From an optimization exercise on the open Yosys and OpenROAD flow, aimed at small area, a short achievable clock period and few clock cycles per item; shortcuts taken in it are not production practice.
RTL that was checked went through simulation tests only; none was proved equivalent to the original.
Power is estimated from default activity; no workload was simulated.

==> flow/design.v (excerpt) <==
module rs144_dec (
  input  wire        clk,
  input  wire        rst,
  input  wire        in_valid,
  output wire        in_ready,
  input  wire [7:0]  in_data,
  output wire        out_valid,
  input  wire        out_ready,
  output wire        out_fail,
  output wire [2:0]  out_nerr,
  output wire [31:0] out_pos,
  output wire [31:0] out_val
);
  function automatic [7:0] gf_mul(input [7:0] a, input [7:0] b);
    integer i;
    reg [7:0] p, aa;
    begin
      p  = 8'h00;
      aa = a;
      for (i = 0; i < 8; i = i + 1) begin
        if (b[i]) p = p ^ aa;
        aa = {aa[6:0], 1'b0} ^ (aa[7] ? 8'h1D : 8'h00);
      end
      gf_mul = p;
    end
  endfunction
  function automatic [7:0] to_tower(input [7:0] a);
    begin
      to_tower = ({8{a[0]}} & 8'h01) ^ ({8{a[1]}} & 8'h2b) ^ ({8{a[2]}} & 8'h40) ^
                 ({8{a[3]}} & 8'h21) ^ ({8{a[4]}} & 8'h32) ^ ({8{a[5]}} & 8'hc1) ^
                 ({8{a[6]}} & 8'h48) ^ ({8{a[7]}} & 8'h16);
    end
  endfunction
  function automatic [7:0] from_tower(input [7:0] a);
    begin
      from_tower = ({8{a[0]}} & 8'h01) ^ ({8{a[1]}} & 8'h4e) ^ ({8{a[2]}} & 8'h99) ^
  ...
Size: about 450 flip-flops, roughly 82 I/O pins, ~23000 um2 of cells after synthesis.
clock: 10.0 ns
lec_check: 0
cap_margin: 20
core_margin: 2
core_utilization: 60
cts_cluster_diameter: 100
cts_cluster_size: 20
place_density: 0.7
slew_margin: 20
standard.sh (not shown) runs the stock make flow with config.mk's settings and CLKGATE_MAP_FILE= SYNTH_SCRIPT=/design/flow/synth_recipe.tcl, a recipe that flattens the netlist after the stock synthesis.
==> flow/flow/run.sh <==
#!/bin/bash
# Standard layout, with timing repair aimed below the design's period.
set -euo pipefail
bash standard.sh SETUP_SLACK_MARGIN=6.85 finish > flow_make.log 2>&1
==> next run, changes <==
--- a/flow/design.v
+++ b/flow/design.v
@@ -121,27 +121,21 @@
       for (i = 0; i < 8; i = i + 1)
         syn[i] <= syn_nx[i];
   end
   reg  [7:0] S   [0:7];
   reg  [7:0] lam [0:4];      
   reg  [7:0] E   [0:4];      
   reg  [7:0] gam, d, tmp;
   reg  [3:0] L;
   reg  [2:0] k, k_nx;        
   reg  [3:0] sc, sc_nx;      
-  reg        f_dph, f_dmask, f_ua, f_ub, f_erot;
-  wire       f_init   = (bph == B_INIT);
-  wire       f_om     = (bph == B_OM);
-  wire       f_d0     = (sc == 4'd0);
-  wire       f_ufirst = (sc == 4'd6);
-  wire       f_lrot   = f_dph | f_ub;
-  wire       f_gl     = (bph == B_BM) & (sc == 4'd14);
+  reg        f_init, f_dph, f_d0, f_dmask, f_ua, f_ub, f_ufirst, f_lrot, f_erot, f_om, f_gl;
   wire [7:0] s0   = S[2];    
   wire       s0nz = |s0;
   wire [7:0] ma   = f_ub ? E[0] : lam[0];
   wire [7:0] mb   = f_dph ? S[0] : (f_ua ? gam : d);
   wire [7:0] prod = gf_mul(ma, mb);
   wire       cond    = (|d) && ({L, 1'b0} <= {2'b00, k});
   wire [7:0] lam_new = tmp ^ (f_ufirst ? 8'h00 : prod);
   wire [7:0] e_push  = cond ? lam[0] : (f_ufirst ? 8'h00 : E[0]);
   wire       c_commit;       
   wire       c_load_b;       
@@ -180,25 +174,31 @@
   wire bm_nx = (bph_nx == B_BM);
   wire om_nx = (bph_nx == B_OM);
   wire up_nx = bm_nx & (sc_nx >= 4'd5);
   always @(posedge clk) begin
     if (rst)
       bph <= B_IDLE;
     else
       bph <= bph_nx;
     k  <= k_nx;
     sc <= sc_nx;
+    f_init   <= (bph_nx == B_INIT);
     f_dph    <= (bm_nx | om_nx) & (sc_nx < 4'd5);
+    f_d0     <= (sc_nx == 4'd0);
     f_dmask  <= bm_nx | ({1'b0, sc_nx[2:0]} <= {1'b0, k_nx});
     f_ua     <= up_nx & sc_nx[0];
     f_ub     <= up_nx & ~sc_nx[0];
+    f_ufirst <= (sc_nx == 4'd6);
+    f_lrot   <= ((bm_nx | om_nx) & (sc_nx < 4'd5)) | (up_nx & ~sc_nx[0]);
     f_erot   <= (bm_nx & (sc_nx < 4'd4)) | (up_nx & ~sc_nx[0]) | (om_nx & (sc_nx == 4'd5));
+    f_om     <= om_nx;
+    f_gl     <= bm_nx & (sc_nx == 4'd14);
   end
   always @(posedge clk) begin
     if (b_load) begin
       for (i = 0; i < 8; i = i + 1)
         S[i] <= syn_nx[(10 - i) % 8];
     end else begin
       for (i = 0; i < 7; i = i + 1)
         S[i] <= S[i+1];
       S[7] <= S[0];
     end
What happened:
- via count rose by about 3.7%
- synthesized cell count rose by about 6%
- non-clock buffer count fell by 18
- die area rose by about 1.8%
- cell area stays flat
- clock power hardly moves
- wire length rose by 0.83%
- clock skew rose by 15 ps
- total power fell by 4.5%
- sequential share of layout area rose by 0.39 points
- global-route usage fell by 0.88 points
- area after synthesis rose by about 1.8%
- count of clock-buffer cells in the layout rose by 1
Testbench counts after the change, summed over its fixed seeds: cycles 116,677, items 800.
Function not checked in the first run of this note: the RTL went through the layout flow alone.

========
== job 101 ==
Another version of the RTL of rs144_dec (not shown whole).
Size: roughly 2300 cells after synthesis, ~460 flip-flops, about 23000 um2 of cells after synthesis.
==> flow/config.mk <==
export PLATFORM = sky130hd
export DESIGN_NAME = rs144_dec
export DESIGN_NICKNAME = rs144_dec
export VERILOG_FILES = /design/flow/design.v
export SDC_FILE = /design/flow/constraint.sdc
export NUM_CORES = 4
export LEC_CHECK = 0
export CAP_MARGIN = 20
export CORE_MARGIN = 2
export CORE_UTILIZATION = 60
export CTS_CLUSTER_DIAMETER = 100
export CTS_CLUSTER_SIZE = 20
export PLACE_DENSITY = 0.7
export SLEW_MARGIN = 20
==> flow/constraint.sdc <==
create_clock -name core_clock -period 10.0 [get_ports {clk}]
set_input_delay 2.0000 -clock core_clock [delete_from_list [all_inputs] [get_ports {clk}]]
set_output_delay 2.0000 -clock core_clock [all_outputs]
set_load 0.01 [all_outputs]
==> flow/flow/run.sh <==
#!/bin/bash
# Standard layout, with timing repair aimed below the design's period.
set -euo pipefail
bash standard.sh SETUP_SLACK_MARGIN=6.9 finish > flow_make.log 2>&1
Having completed the whole flow, job 101 delivered a layout that passed the timing, design-rule and antenna checks.
The inputs of job 105 differ from those of job 101 as listed below.
diff --git a/flow/design.v b/flow/design.v
--- a/flow/design.v
+++ b/flow/design.v
@@ -96,34 +96,33 @@
   reg  [7:0] acnt;           
   reg        v_r, v_first, v_last;
   reg  [7:0] d_r;
   reg  [7:0] syn [0:7];
   reg  [2:0] bph, bph_nx;    
   localparam [2:0] B_IDLE = 3'd0, B_INIT = 3'd1, B_BM = 3'd2, B_OM = 3'd3,
                    B_DONE = 3'd4, B_HAND = 3'd5;
   wire       acc     = in_valid & in_rdy;
   wire [7:0] acnt_nx = acc ? ((acnt == 8'd143) ? 8'd0 : acnt + 8'd1) : acnt;
-  wire       alast_nx = acc ? (acnt == 8'd142) : (acnt == 8'd143);
   reg  [7:0] syn_nx [0:7];
   always @* begin
     for (i = 0; i < 8; i = i + 1)
       syn_nx[i] = (v_first ? 8'h00 : gf_mul(syn[i], alpha_pow(i))) ^ d_r;
   end
   wire       b_load = v_r & v_last;
   assign in_ready = in_rdy;
   always @(posedge clk) begin
     if (rst) begin
       acnt   <= 8'd0;
       in_rdy <= 1'b1;
       v_r    <= 1'b0;
     end else begin
       acnt   <= acnt_nx;
-      in_rdy <= ~(alast_nx & (bph_nx != B_IDLE));
+      in_rdy <= ~((acnt_nx == 8'd143) && (bph_nx != B_IDLE));
       v_r    <= acc;
     end
     d_r     <= in_data;
     v_first <= (acnt == 8'd0);
     v_last  <= (acnt == 8'd143);
     if (v_r)
       for (i = 0; i < 8; i = i + 1)
         syn[i] <= syn_nx[i];
   end
@@ -248,19 +247,19 @@
   reg  [7:0] tw [0:3];
   reg        c_run, c_free;
   reg  [7:0] cpos;
   reg        v1, r1, first1, last1;
   reg  [7:0] lo1, ot1;       
   reg        v2, r2, first2, last2;
   reg  [7:0] n2;             
   reg  [3:0] di2;            
   reg        ov_valid, o_fail;
-  reg  [2:0] o_nerr, rem;     
+  reg  [2:0] o_nerr, nf;
   reg  [2:0] wL;
   reg        wbig;
   reg  [7:0] pos [0:3];
   reg  [7:0] val [0:3];
   wire       c_abort  = v2 & first2 & ov_valid & ~out_ready;
   assign     c_commit = v2 & first2 & ~c_abort;
   assign     c_load_b = (bph == B_DONE) & c_free;
   wire       c_load   = c_load_b | c_abort;
   wire       c_done;         
@@ -292,24 +291,24 @@
     di2    <= g16_inv(tw_norm(lo1));
     first2 <= first1;
     last2  <= last1;
   end
   wire [7:0] err_t   = {g16_mul(n2[7:4], di2), g16_mul(n2[3:0], di2)};
   wire [7:0] err_val = from_tower(err_t);
   wire [7:0] pos_w   = (cpos[7:1] == 7'd71) ? {7'd0, cpos[0]} : cpos + 8'd2;
   wire [2:0] wl_cur  = first2 ? L[2:0] : wL;
   wire       big_cur = first2 ? (L > 4'd4) : wbig;
-  wire [2:0] rem_cur = first2 ? L[2:0] : rem;
-  wire [1:0] slot    = rem_cur[1:0] - 2'd1;
-  wire [2:0] rem_fin = rem_cur - {2'b00, r2};
+  wire [2:0] nf_cur  = first2 ? 3'd0 : nf;
+  wire [1:0] slot    = wl_cur[1:0] - 2'd1 - nf_cur[1:0];
+  wire [2:0] nf_fin  = nf_cur + {2'b00, r2};
   wire       wr      = v2 & ~c_abort;
-  wire       fin_fail = big_cur | (rem_fin != 3'd0);
-  wire       fin     = wr & (last2 | ((big_cur | (rem_fin == 3'd0)) & ~last1));
+  wire       fin_fail = big_cur | (nf_fin != wl_cur);
+  wire       fin     = wr & (last2 | ((big_cur | (nf_fin == wl_cur)) & ~last1));
   assign     c_done  = fin & ~last2;
   reg  [3:0] upd;
   reg  [7:0] pos_t [0:3];
   reg  [7:0] val_t [0:3];
   always @* begin
     for (i = 0; i < 4; i = i + 1) begin
       if (fin & (fin_fail | (i[2:0] >= wl_cur))) begin
         upd[i]   = 1'b1;
         pos_t[i] = 8'h00;
@@ -337,31 +336,31 @@
         ov_valid <= 1'b0;
       if (fin)
         ov_valid <= 1'b1;
     end
     if (wr) begin
       if (first2) begin
         wL   <= L[2:0];
         wbig <= (L > 4'd4);
       end
-      rem  <= rem_fin;
+      nf   <= nf_fin;
     end
     if (rst) begin
       o_fail <= 1'b0;
       o_nerr <= 3'd0;
       for (i = 0; i < 4; i = i + 1) begin
         pos[i] <= 8'h00;
         val[i] <= 8'h00;
       end
     end else begin
       if (fin) begin
         o_fail <= fin_fail;
-        o_nerr <= fin_fail ? 3'd0 : wl_cur;
+        o_nerr <= fin_fail ? 3'd0 : nf_fin;
       end
       for (i = 0; i < 4; i = i + 1) begin
         pos[i] <= pos[i] ^ ({8{upd[i]}} & (pos_t[i] ^ pos[i]));
         val[i] <= val[i] ^ ({8{upd[i]}} & (val_t[i] ^ val[i]));
       end
     end
   end
   assign out_valid = ov_valid;
   assign out_fail  = o_fail;
### Flow results
Of job 101 and job 105, job 101 shows the lower inverter count of the layout excluding clock inverters, with job 105 above it. Job 105 vs. job 101: first-pass GRT wire length higher, final sequential cell count closely matched the old numbers, area share of and/or/nand/nor cells after synthesis +3.8 points, register-to-register slack shows an increase of 0.05 ns. Reported for job 101 and job 105, H-tree depth reported by CTS turned out identical to the last digit. Diff job 101 -> job 105 | clock buffer count in the final layout | decrease of 2. Going from job 101 to job 105, area of the core region now sits lower; clock power now sits at about the same level. Route | job 105 vs job 101 | wire longer in job 105. The higher path depth of the worst reg2reg path of job 101 and job 105 is in job 101. Job 101 -> job 105: clock transition at the register clock pins on the worst setup and hold paths after CTS flat. The setup slack was comparable across job 101 and job 105.
Testbench counts of job 105, summed over its fixed seeds: cycles 116,685, items 800.
No functional check of the RTL was part of job 101.

========
== v38 ==
Another version of the RTL of rs144_dec (not shown whole).
Size in the first run: roughly 2300 cells after synthesis, roughly 23000 um^2 of cells after synthesis.
==> flow/config.mk <==
export PLATFORM = sky130hd
export DESIGN_NAME = rs144_dec
export DESIGN_NICKNAME = rs144_dec
export VERILOG_FILES = /design/flow/design.v
export SDC_FILE = /design/flow/constraint.sdc
export NUM_CORES = 4
export LEC_CHECK = 0
export CAP_MARGIN = 20
export CORE_MARGIN = 2
export CORE_UTILIZATION = 60
export CTS_CLUSTER_DIAMETER = 100
export CTS_CLUSTER_SIZE = 20
export PLACE_DENSITY = 0.7
export SLEW_MARGIN = 20
==> flow/constraint.sdc <==
create_clock -name core_clock -period 10.0 [get_ports {clk}]
set_input_delay 2.0000 -clock core_clock [delete_from_list [all_inputs] [get_ports {clk}]]
set_output_delay 2.0000 -clock core_clock [all_outputs]
set_load 0.01 [all_outputs]
==> flow/flow/run.sh <==
#!/bin/bash
# Standard layout, with timing repair aimed below the design's period.
set -euo pipefail
bash standard.sh SETUP_SLACK_MARGIN=6.85 finish > flow_make.log 2>&1
Input changes introduced in v17 (baseline for comparison: v38):
diff --git a/flow/design.v b/flow/design.v
--- a/flow/design.v
+++ b/flow/design.v
@@ -120,32 +120,31 @@
     if (acc)
       for (i = 0; i < 8; i = i + 1)
         syn[i] <= syn_nx[i];
   end
   reg  [7:0] S   [0:7];
   reg  [7:0] lam [0:4];      
-  reg  [7:0] E   [0:4];      
+  reg  [7:0] E   [0:3];      
   reg  [7:0] gam, d, tmp;
   reg  [3:0] L;
   reg  [2:0] k, k_nx;        
   reg  [3:0] sc, sc_nx;      
-  reg        f_dph, f_dmask, f_ua, f_ub, f_erot;
+  reg        f_dph, f_dmask, f_ub, f_lrot, f_erot;
   wire       f_init   = (bph == B_INIT);
   wire       f_om     = (bph == B_OM);
   wire       f_d0     = (sc == 4'd0);
-  wire       f_ufirst = (sc == 4'd6);
-  wire       f_lrot   = f_dph | f_ub;
-  wire       f_gl     = (bph == B_BM) & (sc == 4'd14);
+  wire       f_b0     = (sc == 4'd13);           
+  wire       f_l0     = (bph == B_BM) & (sc == 4'd14);
   wire [7:0] s0   = S[2];    
   wire       s0nz = |s0;
   wire [7:0] ma   = f_ub ? E[0] : lam[0];
-  wire [7:0] mb   = f_dph ? S[0] : (f_ua ? gam : d);
+  wire [7:0] mb   = f_dph ? S[0] : (f_ub ? d : gam);
   wire [7:0] prod = gf_mul(ma, mb);
   wire       cond    = (|d) && ({L, 1'b0} <= {2'b00, k});
-  wire [7:0] lam_new = tmp ^ (f_ufirst ? 8'h00 : prod);
-  wire [7:0] e_push  = cond ? lam[0] : (f_ufirst ? 8'h00 : E[0]);
+  wire [7:0] lam_new = tmp ^ prod;
+  wire [7:0] e_push  = f_b0 ? (cond ? lam[1] : 8'h00) : (cond ? lam[0] : E[0]);
   wire       c_commit;       
   wire       c_load_b;       
   always @* begin
     bph_nx = bph;
     k_nx   = k;
     sc_nx  = sc;
@@ -176,25 +175,25 @@
       B_HAND: if (c_commit) bph_nx = B_IDLE;
       default: bph_nx = B_IDLE;
     endcase
   end
   wire bm_nx = (bph_nx == B_BM);
   wire om_nx = (bph_nx == B_OM);
-  wire up_nx = bm_nx & (sc_nx >= 4'd5);
+  wire up_nx = bm_nx & (sc_nx >= 4'd6) & (sc_nx <= 4'd13);
   always @(posedge clk) begin
     if (rst)
       bph <= B_IDLE;
     else
       bph <= bph_nx;
     k  <= k_nx;
     sc <= sc_nx;
     f_dph    <= (bm_nx | om_nx) & (sc_nx < 4'd5);
     f_dmask  <= bm_nx | ({1'b0, sc_nx[2:0]} <= {1'b0, k_nx});
-    f_ua     <= up_nx & sc_nx[0];
-    f_ub     <= up_nx & ~sc_nx[0];
-    f_erot   <= (bm_nx & (sc_nx < 4'd4)) | (up_nx & ~sc_nx[0]) | (om_nx & (sc_nx == 4'd5));
+    f_ub     <= up_nx & sc_nx[0];
+    f_lrot   <= ((bm_nx | om_nx) & (sc_nx < 4'd5)) | (bm_nx & (sc_nx == 4'd5)) | (up_nx & sc_nx[0]);
+    f_erot   <= (bm_nx & (sc_nx < 4'd3)) | (up_nx & sc_nx[0]) | (om_nx & (sc_nx == 4'd5));
   end
   always @(posedge clk) begin
     if (b_load) begin
       for (i = 0; i < 8; i = i + 1)
         S[i] <= syn_nx[(10 - i) % 8];
     end else begin
@@ -205,31 +204,31 @@
     if (f_init) begin
       lam[0] <= 8'h01;
       lam[1] <= s0;
       lam[2] <= 8'h00;
       lam[3] <= 8'h00;
       lam[4] <= 8'h00;
-      E[0]   <= s0nz ? 8'h01 : 8'h00;
-      E[1]   <= s0nz ? 8'h00 : 8'h01;
+      E[0]   <= s0nz ? 8'h00 : 8'h01;
+      E[1]   <= 8'h00;
       E[2]   <= 8'h00;
-      E[3]   <= 8'h00;
-      E[4]   <= 8'h00;
+      E[3]   <= s0nz ? 8'h01 : 8'h00;
       gam    <= s0nz ? s0 : 8'h01;
       L      <= s0nz ? 4'd1 : 4'd0;
     end else begin
       if (f_lrot) begin
         for (i = 0; i < 4; i = i + 1)
           lam[i] <= lam[i+1];
         lam[4] <= f_ub ? lam_new : lam[0];
-      end
+      end else if (f_l0)
+        lam[0] <= prod;
       if (f_erot) begin
-        for (i = 0; i < 4; i = i + 1)
+        for (i = 0; i < 3; i = i + 1)
           E[i] <= E[i+1];
-        E[4] <= f_ub ? e_push : (f_om ? d : E[0]);
+        E[3] <= f_ub ? e_push : (f_om ? d : E[0]);
       end
-      if (f_gl && cond) begin
+      if (f_l0 && cond) begin
         gam <= d;
         L   <= {1'b0, k} + 4'd1 - L;
       end
     end
     if (f_dph) begin
       if (f_d0)
@@ -266,13 +265,13 @@
   wire [7:0] om_val  = tw[0] ^ tw[1] ^ tw[2] ^ tw[3];
   always @(posedge clk) begin
     if (c_load) begin
       for (i = 0; i < 5; i = i + 1)
         tl[i] <= lam[i];
       for (i = 0; i < 4; i = i + 1)
-        tw[i] <= E[i+1];
+        tw[i] <= E[i];
     end else begin
       for (i = 1; i < 5; i = i + 1)
         tl[i] <= gf_mul(tl[i], alpha_pow(255 - i));
       for (i = 1; i < 4; i = i + 1)
         tw[i] <= gf_mul(tw[i], alpha_pow(255 - i));
     end
Findings:
- Sequential cell count: v17 vs v38 down 8
- Compared with v38, v17 shows part of the power in combinational logic higher by 0.5 points.
- Switching power as a share of total power was higher in v17 than in v38.
- Diff v38..v17 | initial standard-cell utilization of the core | negligible
- On HPWL after detailed placement: between v17 and v38, it ends up higher for v17.
- The global-route wire length before repair in v17 sits 2.8% above the value recorded for v38.
- [v17] share of power burned in the clock network fell 0.3 points relative to v38
- Per the comparison of v17 with v38, sequential fraction of total cell area dropped 0.56 points; number of different library cells in the post-synthesis netlist went up; total power about even; register area decreased by about 1.4% relative to the old numbers.
- The register bit total from synthesis of v17 falls short of that of v38 by 8.
- v17 against v38: share of the core filled with cells in the final layout flat; final standard cell area without fillers closely matched the old numbers.
Testbench counts of v17, summed over its fixed seeds: cycles 116,677, items 800.
Only the layout flow was run in v38; the RTL was not checked for function there.

what the ideal ports hide:
The flow's constraints put no driver on any port. The routed layouts listed below were extracted and timed again, unchanged, in two steps. Step 1 sets driving cells, clkbuf_16 on the clock port and buf_2 on the other inputs (assumed; they add their load-dependent delay and slew). Step 2 times the ports against the registers' clock, not the clock port: input delays grow and output delays shrink by t, the midpoint of the rising clock arrivals with the driver on. a / b / c = no drivers / after step 1 / after step 2; a / b = the first two.
run	t (ns)	setup WS [ns]	pins driven straight from the clock port
the first run of note 1	0.613	6.831 / 6.774 / 6.317	1
the second run of note 1	0.629	6.844 / 6.793 / 6.293	1
job 101	0.611	6.945 / 6.892 / 6.429	1
job 105	0.627	6.945 / 6.888 / 6.361	1
v38	0.603	6.830 / 6.777 / 6.288	1
v17	0.617	6.830 / 6.774 / 6.368	1
After both steps every run listed still meets setup and hold. For job 105, which loses most, drivers alone change the setup slack by -0.057 ns; drivers and shift together by -0.584 ns.
